This design comes from an exercise in tuning for small area, a short achievable clock period and few clock cycles per item on the open sky130 flow, not from production work. Only simulation tests tie the RTL to the original design; equivalence was not proved.

==> flow/design.v, too long to show whole: its modules and the start of the top module <==
// module husk_dec: 1673 lines
module husk_dec (
    input  wire         clk,
    input  wire         rst,
    input  wire         in_valid,
    output wire         in_ready,
    input  wire         in_mode,
    input  wire [255:0] in_data,
    input  wire [31:0]  in_check,
    output wire         out_valid,
    output wire [255:0] out_data,
    output wire [31:0]  out_check,
    output wire [1:0]   out_status
);
  // ...
==> flow/flow/run.sh <==
#!/bin/bash
# Standard layout (the standard.sh) with one change in global placement:
# every port still gets a buffer, but inputs and outputs get buf_1
# (instead of the default delay buffer), and the flip-flops that drive
# output ports are sized up to dfxtp_2.  See pre_gpl.tcl.
set -euo pipefail
export DONT_BUFFER_PORTS=1
export PRE_GLOBAL_PLACE_TCL="$PWD/flow/pre_gpl.tcl"
bash standard.sh > standard_make.log 2>&1
==> flow/flow/pre_gpl.tcl <==
# Run by ORFS before global placement (PRE_GLOBAL_PLACE_TCL), in place of
# its own buffer_ports call (DONT_BUFFER_PORTS=1).
set db [ord::get_db]
set block [ord::get_db_block]
set ff2 [$db findMaster sky130_fd_sc_hd__dfxtp_2]
set nup 0
foreach bt [$block getBTerms] {
  if {[$bt getIoType] != "OUTPUT"} { continue }
  set net [$bt getNet]
  if {$net == "NULL"} { continue }
  foreach it [$net getITerms] {
    if {![$it isOutputSignal]} { continue }
    set inst [$it getInst]
    if {[[$inst getMaster] getName] == "sky130_fd_sc_hd__dfxtp_1"} {
      $inst swapMaster $ff2
      incr nup
    }
  }
}
puts "pre_gpl: $nup output flip-flops sized to dfxtp_2"
buffer_ports -inputs -buffer_cell sky130_fd_sc_hd__buf_1
buffer_ports -outputs -buffer_cell sky130_fd_sc_hd__buf_1
==> flow/standard.sh <==
#!/bin/bash
# synth_recipe.tcl (not shown) runs the flow's synth.tcl, then flattens the netlist and writes it again
# the make line also repeats each setting of config.mk as NAME=value (left out here)
make -C /OpenROAD-flow-scripts/flow DESIGN_CONFIG=/design/flow/config.mk WORK_HOME=/design/flow/orfs CLKGATE_MAP_FILE= SYNTH_SCRIPT=/design/flow/synth_recipe.tcl "${@:-finish}"
==> flow/config.mk <==
export PLATFORM = sky130hd
export DESIGN_NAME = husk_dec
export DESIGN_NICKNAME = husk_dec
export VERILOG_FILES = /design/flow/design.v
export SDC_FILE = /design/flow/constraint.sdc
export NUM_CORES = 4
export LEC_CHECK = 0
export CAP_MARGIN = 20
export CORE_MARGIN = 2
export CORE_UTILIZATION = 58
export CTS_CLUSTER_DIAMETER = 80
export CTS_CLUSTER_SIZE = 20
export PLACE_DENSITY = 0.7
export SLEW_MARGIN = 50
==> flow/constraint.sdc <==
create_clock -name core_clock -period 30.0 [get_ports {clk}]
set_input_delay 6.0000 -clock core_clock [delete_from_list [all_inputs] [get_ports {clk}]]
set_output_delay 6.0000 -clock core_clock [all_outputs]
set_load 0.01 [all_outputs]
==> metrics.md, run 1 <==
| Metric | Value |
|---|---|
| Placed cells | `6579` |
| WP buf/inv | `0` |
| Initial Util | `58.7%` |
| Fin. max-slew vios | `0` |
| Grt met2 use | `73.2%` |
| Plain + repair buffers | `129` |
| Non-filler cells, final | `6735` |
| GRT Total Usage | `53.1%` |
| Final setup margin | `22.70 ns` |
| H-tree depth | `3` |
| Global route overflow | `0` |
| Invs w/o clock | `112` |
| Die area | `103000 µm²` |
| First-pass DRT Iterations | `7` |
| Top post-synthesis cells by count | `1424 x xnor2_1, 1246 x dfxtp_1, 594 x xor2_1` |
| Status | `complete, no violations` |
| Sequential element share of the synthesized area | `43.0%` |
| Cell area after synthesis | `58000 µm²` |
| Hold WS | `0.272 ns` |
| Multiplexer share of the synthesized area | `1.05%` |
| Multi-input combinational area share | `51.6%` |
| Crit Path Max Fanout | `36` |
| Global-route met3 utilization | `25.3%` |
| Slowest CP cell | `dfxtp_1` |
| Max frequency | `137 MHz` |
| Final #Nets | `5692` |
| Via Count | `45200` |
| Top Ports | `584` |
| Post-synth EDFFs | `0` |
| WL per Instance | `41.7 µm` |
| Final cell utilization of the core | `64.6%` |
| DR iter-0 viols | `8615` |
| Main area contributors after synthesis | `dfxtp_1 43%, xnor2_1 22%, xor2_1 9.0%` |
Testbench counts, summed over its fixed seeds: cycles 6,432, items 6,400.
==> run 2, diff against run 1 <==
--- a/flow/design.v
+++ b/flow/design.v
@@ -175,39 +175,38 @@
   wire [7:0] invM;
   wire [7:0] invA;
   wire [7:0] BD;
   reg [7:0] B_r2;
   wire [7:0] Q;
   wire [7:0] t;
   wire [7:0] c;
   wire [0:0] trc;
+  reg [7:0] c_r3;
   wire [7:0] z0;
   wire [7:0] z0p;
+  reg [0:0] dz_r3;
   wire [7:0] x1;
   reg [7:0] Q_r3;
-  reg [7:0] z0p_r3;
   wire [7:0] x2;
   wire [7:0] y1d;
   reg [7:0] C1_r3;
   reg [7:0] t_r3;
   reg [7:0] C0_r3;
   wire [0:0] m1;
   wire [0:0] m2;
   wire [35:0] h1;
   wire [35:0] h2;
   wire [0:0] intact;
   wire [0:0] single;
-  reg [0:0] dz_r3;
   reg [0:0] az_r3;
   wire [0:0] double;
   reg [0:0] mode_r1;
   reg [0:0] mode_r2;
   reg [0:0] mode_r3;
-  reg [0:0] trc_r3;
   wire [1:0] status;
   reg [0:0] intact_r2;
   reg [0:0] intact_r3;
   wire [7:0] y1n;
   wire [7:0] s0c;
   wire [7:0] Y1;
   wire [7:0] Y2;
   wire [287:0] err;
@@ -1576,29 +1575,29 @@
   assign N = dz ? C1_r2 : A_r2;
   assign M = dz ? C0_r2 : D_r2;
   assign invM = cinv(M);
   assign invA = cinv(A_r2);
   assign BD = cmul(B_r2, D_r2);
   assign Q = cmul(N, invM);
   assign t = cmul(D_r2, invA);
   assign c = cmul(BD, csq(invA));
-  assign trc = ^{c[7]};
-  assign z0 = clsol(c);
-  assign z0p = z0 ^ {7'b0, dz};
-  assign x1 = cmul(Q_r3, z0p_r3);
+  assign trc = ^{c_r3[7]};
+  assign z0 = clsol(c_r3);
+  assign z0p = dz_r3 ? 8'h01 : z0;
+  assign x1 = cmul(Q_r3, z0p);
   assign x2 = x1 ^ Q_r3;
-  assign y1d = cmul(C1_r3, t_r3) ^ cmul(C0_r3, z0p_r3 ^ 8'h01);
+  assign y1d = cmul(C1_r3, t_r3) ^ cmul(C0_r3, z0p ^ 8'h01);
   assign m1 = inpos(x1);
   assign m2 = inpos(x2);
   assign h1 = {(x1 == 8'h01), (x1 == 8'h2F), (x1 == 8'h48), (x1 == 8'h25), (x1 == 8'h34), (x1 == 8'hCA), (x1 == 8'h40), (x1 == 8'h14), (x1 == 8'h58), (x1 == 8'hF4), (x1 == 8'hF6), (x1 == 8'hBB), (x1 == 8'h38), (x1 == 8'h72), (x1 == 8'h1A), (x1 == 8'hAD), (x1 == 8'h2D), (x1 == 8'h05), (x1 == 8'hA6), (x1 == 8'h7E), (x1 == 8'hA2), (x1 == 8'hF7), (x1 == 8'h94), (x1 == 8'h70), (x1 == 8'h57), (x1 == 8'h2E), (x1 == 8'h67), (x1 == 8'h6D), (x1 == 8'h11), (x1 == 8'hFE), (x1 == 8'h8A), (x1 == 8'h54), (x1 == 8'h4C), (x1 == 8'hAC), (x1 == 8'h02), (x1 == 8'h4D)};
   assign h2 = {(x2 == 8'h01), (x2 == 8'h2F), (x2 == 8'h48), (x2 == 8'h25), (x2 == 8'h34), (x2 == 8'hCA), (x2 == 8'h40), (x2 == 8'h14), (x2 == 8'h58), (x2 == 8'hF4), (x2 == 8'hF6), (x2 == 8'hBB), (x2 == 8'h38), (x2 == 8'h72), (x2 == 8'h1A), (x2 == 8'hAD), (x2 == 8'h2D), (x2 == 8'h05), (x2 == 8'hA6), (x2 == 8'h7E), (x2 == 8'hA2), (x2 == 8'hF7), (x2 == 8'h94), (x2 == 8'h70), (x2 == 8'h57), (x2 == 8'h2E), (x2 == 8'h67), (x2 == 8'h6D), (x2 == 8'h11), (x2 == 8'hFE), (x2 == 8'h8A), (x2 == 8'h54), (x2 == 8'h4C), (x2 == 8'hAC), (x2 == 8'h02), (x2 == 8'h4D)};
   assign intact = (S0 == 8'h00) && (S1 == 8'h00) && (S2 == 8'h00) && (S3 == 8'h00);
   assign single = dz_r3 & az_r3 & m1;
-  assign double = mode_r3 & ~dz_r3 & ~trc_r3 & m1 & m2;
+  assign double = mode_r3 & ~dz_r3 & ~trc & m1 & m2;
   assign status = intact_r3 ? 2'd0 : single ? 2'd1 : double ? 2'd2 : 2'd3;
   assign y1n = frcomp(y1d);
   assign s0c = frcomp(C0_r3);
   assign Y1 = single ? s0c : (double ? y1n : 8'h00);
   assign Y2 = double ? (s0c ^ y1n) : 8'h00;
   assign err[7:0] = ({8{h1[0]}} & Y1) | ({8{h2[0]}} & Y2);
   assign err[15:8] = ({8{h1[1]}} & Y1) | ({8{h2[1]}} & Y2);
   assign err[23:16] = ({8{h1[2]}} & Y1) | ({8{h2[2]}} & Y2);
@@ -1647,27 +1646,26 @@
   end
   always @(posedge clk) begin
     cw_r1 <= cw;
     D_r2 <= D;
     A_r2 <= A;
     C1_r2 <= C1;
     C0_r2 <= C0;
     B_r2 <= B;
+    c_r3 <= c;
+    dz_r3 <= dz;
     Q_r3 <= Q;
-    z0p_r3 <= z0p;
     C1_r3 <= C1_r2;
     t_r3 <= t;
     C0_r3 <= C0_r2;
-    dz_r3 <= dz;
     az_r3 <= az;
     mode_r1 <= mode;
     mode_r2 <= mode_r1;
     mode_r3 <= mode_r2;
-    trc_r3 <= trc;
     intact_r2 <= intact;
     intact_r3 <= intact_r2;
     cw_r2 <= cw_r1;
     cw_r3 <= cw_r2;
     res_r4 <= res;
     status_r4 <= status;
   end
 endmodule
==> flow/flow/run.sh (replaced) <==
#!/bin/bash
# Standard layout (the standard.sh) with one change in global placement:
# every port still gets a buffer, but inputs get buf_1 and outputs buf_2
# (instead of the default delay buffer), and the flip-flops that drive
# output ports are sized up to dfxtp_2.  See pre_gpl.tcl.
set -euo pipefail
export DONT_BUFFER_PORTS=1
export PRE_GLOBAL_PLACE_TCL="$PWD/flow/pre_gpl.tcl"
bash standard.sh > standard_make.log 2>&1
--- a/flow/flow/pre_gpl.tcl
+++ b/flow/flow/pre_gpl.tcl
@@ -14,9 +14,9 @@
     if {[[$inst getMaster] getName] == "sky130_fd_sc_hd__dfxtp_1"} {
       $inst swapMaster $ff2
       incr nup
     }
   }
 }
 puts "pre_gpl: $nup output flip-flops sized to dfxtp_2"
 buffer_ports -inputs -buffer_cell sky130_fd_sc_hd__buf_1
-buffer_ports -outputs -buffer_cell sky130_fd_sc_hd__buf_1
+buffer_ports -outputs -buffer_cell sky130_fd_sc_hd__buf_2
==> flow/config.mk (replaced) <==
export PLATFORM = sky130hd
export DESIGN_NAME = husk_dec
export DESIGN_NICKNAME = husk_dec
export VERILOG_FILES = /design/flow/design.v
export SDC_FILE = /design/flow/constraint.sdc
export NUM_CORES = 4
export LEC_CHECK = 0
export CAP_MARGIN = 20
export CORE_MARGIN = 2
export CORE_UTILIZATION = 60
export PLACE_DENSITY = 0.7
export SLEW_MARGIN = 50
==> run 2 against run 1 <==
Net effect:
- design area is 3.3% higher
- register-to-register slack worse by 0.12 ns
- synthesized cell count decreased by 0.80%
- cell count up 0.56%
- worst hold slack better by 0.022 ns
- via count is 1.7% higher
- die area is 2.4% lower
- core utilization grew 3.5 points
- count of clock-buffer cells in the layout increased by 65
==> metrics.md, run 2 <==
| Metric | Value |
|---|---|
| Metal-1 WL | `94200 µm (was 98700 µm)` |
| PortBufs | `582 (unchanged)` |
| #FFs+latches synth | `1245 (was 1246)` |
| Die Width | `316 µm (was 320 µm)` |
| Fin crit share | `24.7% (was 24.3%)` |
| Commonest non-fill, non-tap cell in the layout | `xnor2_1 (unchanged)` |
| Clock root cell | `clkbuf_16 (unchanged)` |
| Die height | `316 µm (was 320 µm)` |
| R2R cell count | `15 (was 16)` |
| Post-synth EDFFs | `0 (unchanged)` |
| Most common cell in the netlist | `xnor2_1 (unchanged)` |
| CTS Buf Count | `114 (was 78)` |
| Sequential element share of the synthesized area | `42.6% (was 43.0%)` |
| Met2 WL | `108000 µm (was 110000 µm)` |
| Max clock buf depth | `3 (unchanged)` |
| Final cell utilization of the core | `68.1% (was 64.6%)` |
| Minimum clock period | `7.42 ns (was 7.30 ns)` |
| Post-Route WL | `278000 µm (was 281000 µm)` |
| TNS Setup | `0 ns (unchanged)` |
| Final setup viols | `0 (unchanged)` |
| Via density | `6.78 (was 6.71)` |
| Fin. max-slew vios | `0 (unchanged)` |
| Post-CTS setup buffers | `0 (unchanged)` |
| Worst-Skew Late Latency | `0.81 ns (was 0.76 ns)` |
| Layout area overhead | `12.5% (was 9.93%)` |
| Cell Rows | `114 (was 115)` |
| Max frequency | `135 MHz (was 137 MHz)` |
| Min-delay src | `cw_r2[171] (was cw_r2[194])` |
| Worst setup EP type | `register (unchanged)` |
| Crit Path Max Fanout | `36 (unchanged)` |
| Flop2flop setup slack | `22.58 ns (was 22.70 ns)` |
| CTS tree | `yes (unchanged)` |
| YS warnings | `1 (unchanged)` |
| Number of max-cap violations | `0 (unchanged)` |
| RSZ-0062 raised after global routing | `false (unchanged)` |
| Routed Antenna Nets | `0 (unchanged)` |
| Post-cts resize count | `0 (unchanged)` |
| Post-DP HPWL | `210000 µm (was 217000 µm)` |
| DR iter-0 viols | `8684 (was 8615)` |
| Most frequent cells in the layout | `1212 x xnor2_1, 925 x dfxtp_1, 595 x xor2_1 (was 1334 x xnor2_1, 933 x dfxtp_1, 581 x xor2_1)` |
| Worst clock skew | `0.115 ns (was 0.100 ns)` |
| Via Count | `46000 (was 45200)` |
| Routability cong. | `1.11 (was 1.09)` |
| Endpoint, Worst Hold | `cw_r3[171] (was cw_r3[194])` |
| H-tree depth | `3 (unchanged)` |
| Met3 WL | `49400 µm (was 45900 µm)` |
| Syn Inst Count | `5314 (was 5357)` |
| Critical path required time | `30.54 ns (was 30.64 ns)` |
| Vias in the first global route | `42000 (was 42100)` |
| Max-Slew Margin vs Limit | `39.9% (was 37.1%)` |
| Hold Path Class | `reg2reg (unchanged)` |
| DRC viols | `0 (unchanged)` |
| Sink Count | `1245 (was 1246)` |
| Syn_nets | `5629 (was 5674)` |
| Layout cells sized above 1 | `15.8% (was 14.2%)` |
| Hold buffer count at CTS | `0 (unchanged)` |
| Tightest Pin Transition | `0.900 ns (was 0.941 ns)` |
| Critical R2R Launch | `c_r3[4] (was Q_r3[1])` |
| Clk slew on worst S/H paths | `0.07 ns (was 0.08 ns)` |
| Critical path class | `reg2reg (unchanged)` |
| First-pass GRT wire length | `363000 µm (was 365000 µm)` |
| Yosys top cell area share | `42.6% (was 43.0%)` |
| Ys flop type | `dfxtp_1 (unchanged)` |
| Status | `complete, no violations (unchanged)` |
| Asr flop ratio synth | `0% (unchanged)` |
| Top post-synthesis cells by count | `1291 x xnor2_1, 1245 x dfxtp_1, 613 x xor2_1 (was 1424 x xnor2_1, 1246 x dfxtp_1, 594 x xor2_1)` |
| Post-Syn Area per Cell | `11.0 µm² (was 10.8 µm²)` |
| Final hold vios | `0 (unchanged)` |
| First-pass DRT Iterations | `7 (unchanged)` |
| Hold path cells | `0 (unchanged)` |
| Cell area after synthesis | `58500 µm² (was 58000 µm²)` |
| Antenna violations before repair | `63 (was 66)` |
| WL per Instance | `41.1 µm (was 41.7 µm)` |
| Global route overflow | `0 (unchanged)` |
| Core outline area | `96700 µm² (was 98700 µm²)` |
| Crit start category | `register (unchanged)` |
| GRT Total Usage | `54.2% (was 53.1%)` |
| Cell type with the largest total area after synthesis | `dfxtp_1 (unchanged)` |
| Top Ports | `584 (unchanged)` |
| Initial Util | `60.5% (was 58.7%)` |
| R2r endpoint | `res_r4[170] (was res_r4[125])` |
| Top sig layer | `met5 (unchanged)` |
| Largest net degree at the start of global routing | `43 (was 37)` |
| Distinct cells, synth | `94 (was 91)` |
| Main area contributors after synthesis | `dfxtp_1 43%, xnor2_1 19%, xor2_1 9.2% (was dfxtp_1 43%, xnor2_1 22%, xor2_1 9.0%)` |
| Final #Nets | `5672 (was 5692)` |
| Die area | `100000 µm² (was 103000 µm²)` |
| Arr. time, crit path | `7.96 ns (was 7.94 ns)` |
==> run 2: changes by cell type after synthesis, moves of 15 or more <==
cell / delta
nor4_1: +19
o22ai_1: +34
xnor3_1: +52
mux2i_1: -15
xor2_1: +19
a32oi_1: -15
xnor2_1: -133
nand2_1: -33
clkbuf_1: -46
inv_1: -42
buf_2: +31
nor2_1: +45
==> run 2: how the worst max path moves through the flow <==
| stage | start | slack (ns) | to | cells after the start |
|---|---|---|---|---|
| CTS | res_r4[39] | 22.75 | out_data[39] | 0 |
| floorplan | res_r4[256] | 23.67 | out_check[0] | 0 |
| finish | c_r3[4] | 22.58 | res_r4[170] | 15 |
| detailed placement | c_r3[4] | 22.81 | res_r4[134] | 16 |
| global route | c_r3[4] | 22.51 | res_r4[170] | 15 |
| global placement | c_r3[4] | 22.34 | res_r4[132] | 14 |
==> run 2: area by class of cell <==
| cell class | count | area [µm²] |
|---|---|---|
| sequential | 1245 | 25300 |
| clock inverter | 71 | 1050 |
| inverter | 67 | 251 |
| multi-input combinational | 3822 | 33500 |
| antenna | 40 | 100 |
| clock buffer | 145 | 3170 |
| timing repair buffer | 107 | 817 |
| tap | 1276 | 1600 |
| fill | 6766 | 30900 |
==> run 2: layer usage <==
metal / track usage [%] / vias up
li1: - / 17700
met3: 30.2 / 1466
met2: 73.9 / 4876
met4: 37.6 / 20
met1: 63.9 / 21900
met5: 3.60 / -
==> run 2: worst max-delay path, stage by stage (launching register included) <==
cell and delay, ns:
dfxtp_1 0.68, xnor3_1 0.49, xor2_1 0.47, or2_1 0.40
o22ai_1 0.14, a211o_1 0.35, a221oi_4 0.58, xor2_2 0.57
nor2_2 0.29, nand3_1 0.51, nand4_1 0.14, or4_2 1.05
nand3_2 0.15, buf_4 0.64, o22ai_1 0.42, xor2_1 0.23
==> run 2: cell families after synthesis <==
kind of cell / after synthesis / share of synthesized area [%]
other: 1 / 0.00641
XOR/XNOR: 2219 / 40.4
AO/OA/AOI/OAI: 585 / 6.47
buffers and inverters: 247 / 1.82
adder cells (fa/ha/maj): 23 / 0.492
flip-flops: 1245 / 42.6
AND/OR/NAND/NOR: 943 / 7.27
multiplexers: 51 / 0.935
==> run 2: per-stage QoR <==
| step | cell area, µm² | worst slack (ns) | hold slack (ns) | cells |
|---|---|---|---|---|
| 2_1_floorplan | 58500 | 23.67 | 0.310 | 5314 |
| 3_3_place_gp | 60500 | 22.34 | 0.310 | 6511 |
| 3_5_place_dp | 61200 | 22.81 | 0.312 | 6514 |
| 4_1_cts | 65400 | 22.75 | 0.291 | 6730 |
| 5_1_grt | 65800 | 22.51 | 0.294 | 6747 |
| 6_report | 65800 | 22.58 | 0.294 | 6773 |
Testbench counts of run 2, summed over its fixed seeds: cycles 6,432, items 6,400.

-- afterwards: timing with drivers on the ports --
The results above use ideal ports. As a check the final layouts listed here were re-extracted and re-timed, cells and wires unchanged. Step 1, drivers: a clkbuf_16 drives clk and a buf_2 each remaining input, both assumed. Step 2 moves the port delays by t, midway between the first and last clock arrival at a register: inputs arrive t later, outputs are due t later. That takes back most of the time a late clock gives input paths. Three values: no drivers, after step 1, after step 2; two values: the first two.
run | t, ns | setup WS [ns] | hold slack, ns | worst data-port slew with drivers (ns) | pins driven straight from the clock port
run 1 | 0.795 | 22.697 / 22.686 / 22.697 | 0.272 / 0.272 / 0.272 | 0.15 | 1
run 2 | 0.832 | 22.580 / 22.580 / 22.580 | 0.294 / 0.294 / 0.294 | 0.25 | 1
After both steps setup and hold are still met in every run listed.
